What follows belongs to an exercise in optimizing a design on an open flow for small area, a short achievable clock period and few clock cycles per item; a production flow would make more cautious choices. The RTL was checked by simulation tests, not by an equivalence proof against the original design.

alpha:
Design hedgerow_bq2, start of the top module:
module hedgerow_bq2 (
    input  wire               clk,
    input  wire               rst,
    input  wire               in_valid,
    output wire               in_ready,
    input  wire signed [23:0] x_m,
    input  wire signed [7:0]  x_e,
    input  wire [1:0]         bq_en,
    input  wire signed [23:0] bq1_b0,
    input  wire signed [23:0] bq1_b1,
    input  wire signed [23:0] bq1_b2,
    input  wire signed [23:0] bq1_a1,
    input  wire signed [23:0] bq1_a2,
    input  wire signed [7:0]  bq1_exp,
    input  wire signed [23:0] bq2_b0,
    input  wire signed [23:0] bq2_b1,
    input  wire signed [23:0] bq2_b2,
    input  wire signed [23:0] bq2_a1,
    input  wire signed [23:0] bq2_a2,
    input  wire signed [7:0]  bq2_exp,
    output reg                out_valid,
    output reg  signed [23:0] y_m,
    output reg  signed [7:0]  y_e,
    output reg                ovf
);
Size: about 8,900 cells after synthesis, about 740 flip-flops, ~78,000 µm² of cells after synthesis.
make LEC_CHECK=0 CAP_MARGIN=20 CORE_MARGIN=2 CORE_UTILIZATION=40 PLACE_DENSITY=0.6 SLEW_MARGIN=20 finish   # period 25.0 ns
run.sh (not shown) runs the stock make flow with config.mk's settings and CLKGATE_MAP_FILE= SYNTH_SCRIPT=/design/flow/synth_recipe.tcl, a recipe that flattens the netlist after the stock synthesis.
Testbench counts of alpha, summed over its fixed seeds: cycles 96,755, items 9,600.
Modified inputs, beta compared to alpha
--- a/flow/design.v
+++ b/flow/design.v
@@ -38,15 +38,14 @@
     wire en_any = bq_en[0] | bq_en[1];
     reg signed [23:0] s1 [0:1];
     reg signed [23:0] s2 [0:1];
     reg signed [7:0]  es [0:1];
     reg [4:0]         low [0:1];
     reg [1:0]         used;
     reg [4:0]         rk;           
-    reg               rst_r;        
     reg signed [23:0] X1_m;         
     reg signed [8:0]  ebA, ebB;     
     reg signed [23:0] Y1_m, Y2_m;   
     reg signed [7:0]  Y1_e, Y2_e;
     reg signed [23:0] MA;           
     reg [11:0]        bo_one, bo_two, bo_neg;   
     reg               ng_r;         
@@ -439,61 +438,63 @@
             ovf1 <= ovf1 | r_ovf;
         if (tA[10])
             ovf1h <= ovf1 | r_ovf;
         if (t2[9])
             ovf2 <= r_ovf;
         else if (t2[13])
             ovf2 <= ovf2 | r_ovf;
-        if (take & ~en_any) begin
-            y_m <= x_m;
-            y_e <= x_e;
-            ovf <= 1'b0;
-        end else if (tA[10] & m_one) begin
-            y_m <= Y1_m;
-            y_e <= Y1_e;
-            ovf <= ovf1 | r_ovf;
-        end else if (t2[15]) begin
-            y_m <= Y2_m;
-            y_e <= Y2_e;
-            ovf <= ovf1h | ovf2 | r_ovf;
-        end
         if (rst) begin
             tA        <= 11'd0;
             t2        <= 12'd0;
             tN1       <= 1'b0;
             m_both    <= 1'b0;
             m_one     <= 1'b0;
             m_f       <= 1'b0;
             gap       <= 5'd31;
             out_valid <= 1'b0;
+            y_m       <= 24'sd0;
+            y_e       <= 8'sd0;
+            ovf       <= 1'b0;
+            used      <= 2'b00;
+            rk        <= 5'd0;
+            for (i = 0; i < 2; i = i + 1) begin
+                s1[i]  <= 24'sd0;
+                s2[i]  <= 24'sd0;
+                es[i]  <= -8'sd40;
+                low[i] <= 5'd0;
+            end
         end else begin
             tA  <= {tA[10:1], take & en_any};
             t2  <= {t2[15:5], tA[4] & m_both};
             tN1 <= take & ~en_any;
             if (take) begin
                 m_both <= &bq_en;
                 m_one  <= ^bq_en;
                 m_f    <= ~bq_en[0];
                 gap    <= 5'd1;
             end else if (gap != 5'd31) begin
                 gap    <= gap + 5'd1;
             end
-            out_valid <= (take & ~en_any) | (tA[10] & m_one) | t2[15];
-        end
-        rst_r <= rst;
-        if (rst_r) begin
-            used <= 2'b00;
-            rk   <= 5'd0;
-            for (i = 0; i < 2; i = i + 1) begin
-                s1[i]  <= 24'sd0;
-                s2[i]  <= 24'sd0;
-                es[i]  <= -8'sd40;
-                low[i] <= 5'd0;
+            out_valid <= 1'b0;
+            if (take & ~en_any) begin
+                y_m       <= x_m;
+                y_e       <= x_e;
+                ovf       <= 1'b0;
+                out_valid <= 1'b1;
+            end else if (tA[10] & m_one) begin
+                y_m       <= Y1_m;
+                y_e       <= Y1_e;
+                ovf       <= ovf1 | r_ovf;
+                out_valid <= 1'b1;
+            end else if (t2[15]) begin
+                y_m       <= Y2_m;
+                y_e       <= Y2_e;
+                ovf       <= ovf1h | ovf2 | r_ovf;
+                out_valid <= 1'b1;
             end
-        end else begin
             if (lo1) begin
                 s1[0] <= v_s1_0;
                 s2[0] <= v_s2_0;
                 es[0] <= v_es_0;
                 if (used[0]) begin
                     if (qs1_0 && quiet(s2[0])) begin
                         if (dn0)
Notes after the runs:
Going from alpha to beta, number of synthesized flops with an enable pin shrank by a little under 10%.
Diff alpha -> beta | area of the core | up slightly
Delta(cell area, beta - alpha) > 0
Against alpha, beta comes in 400 ps lower on post-place setup slack.
Launch point of the worst path: acc[20] -> beta, MA[19] -> alpha
Share of synthesized area spent on multiplexers, alpha and beta, higher one = alpha.
The number of storage elements in the synthesis netlist of alpha and that of beta are within noise of each other.
Comparing alpha and beta, last weighted congestion value of the routability-driven placer is lower on beta.
| wire length | beta vs alpha | worse |
Against alpha, beta reports a sequential share of layout area that is lower.
On die area, the higher figure sits with beta, not alpha.
~same clock latency reported for the late side of the worst-skew pair in alpha and beta
Testbench counts of beta, summed over its fixed seeds: cycles 96,755, items 9,600.

[re-timing with driven ports]
How much do the figures lean on ideal ports? The routed layouts below were timed once more, with nothing changed but the port constraints. Step 1 (the two cells are an assumption about what drives the block):
set clk [get_ports {clk}]
set_driving_cell -lib_cell sky130_fd_sc_hd__clkbuf_16 $clk
set_driving_cell -lib_cell sky130_fd_sc_hd__buf_2 [delete_from_list [all_inputs] $clk]
Step 2 adds t to the input delays and takes it off the output delays; t is the mean of the earliest and latest rising clock arrival at the registers after step 1. Input paths then give back, and output paths get back, about the clock's delay inside the block. a / b / c = ideal / step 1 / step 2; a / b = the first two.
run | shift t [ns] | setup slack, ns | worst setup path after step 2 | latest minus earliest clock arrival (ns) | cell pins on the clock port's net
alpha | 0.805 | 16.845 / 16.845 / 16.805 | input to register | 0.071 / 0.070 | 1
beta | 0.790 | 16.712 / 16.712 / 16.712 | register to register | 0.099 / 0.099 | 1
After both steps every run listed still meets setup and hold. For alpha, which loses most, drivers alone change the setup slack by 0.000 ns; drivers and shift together by -0.040 ns.
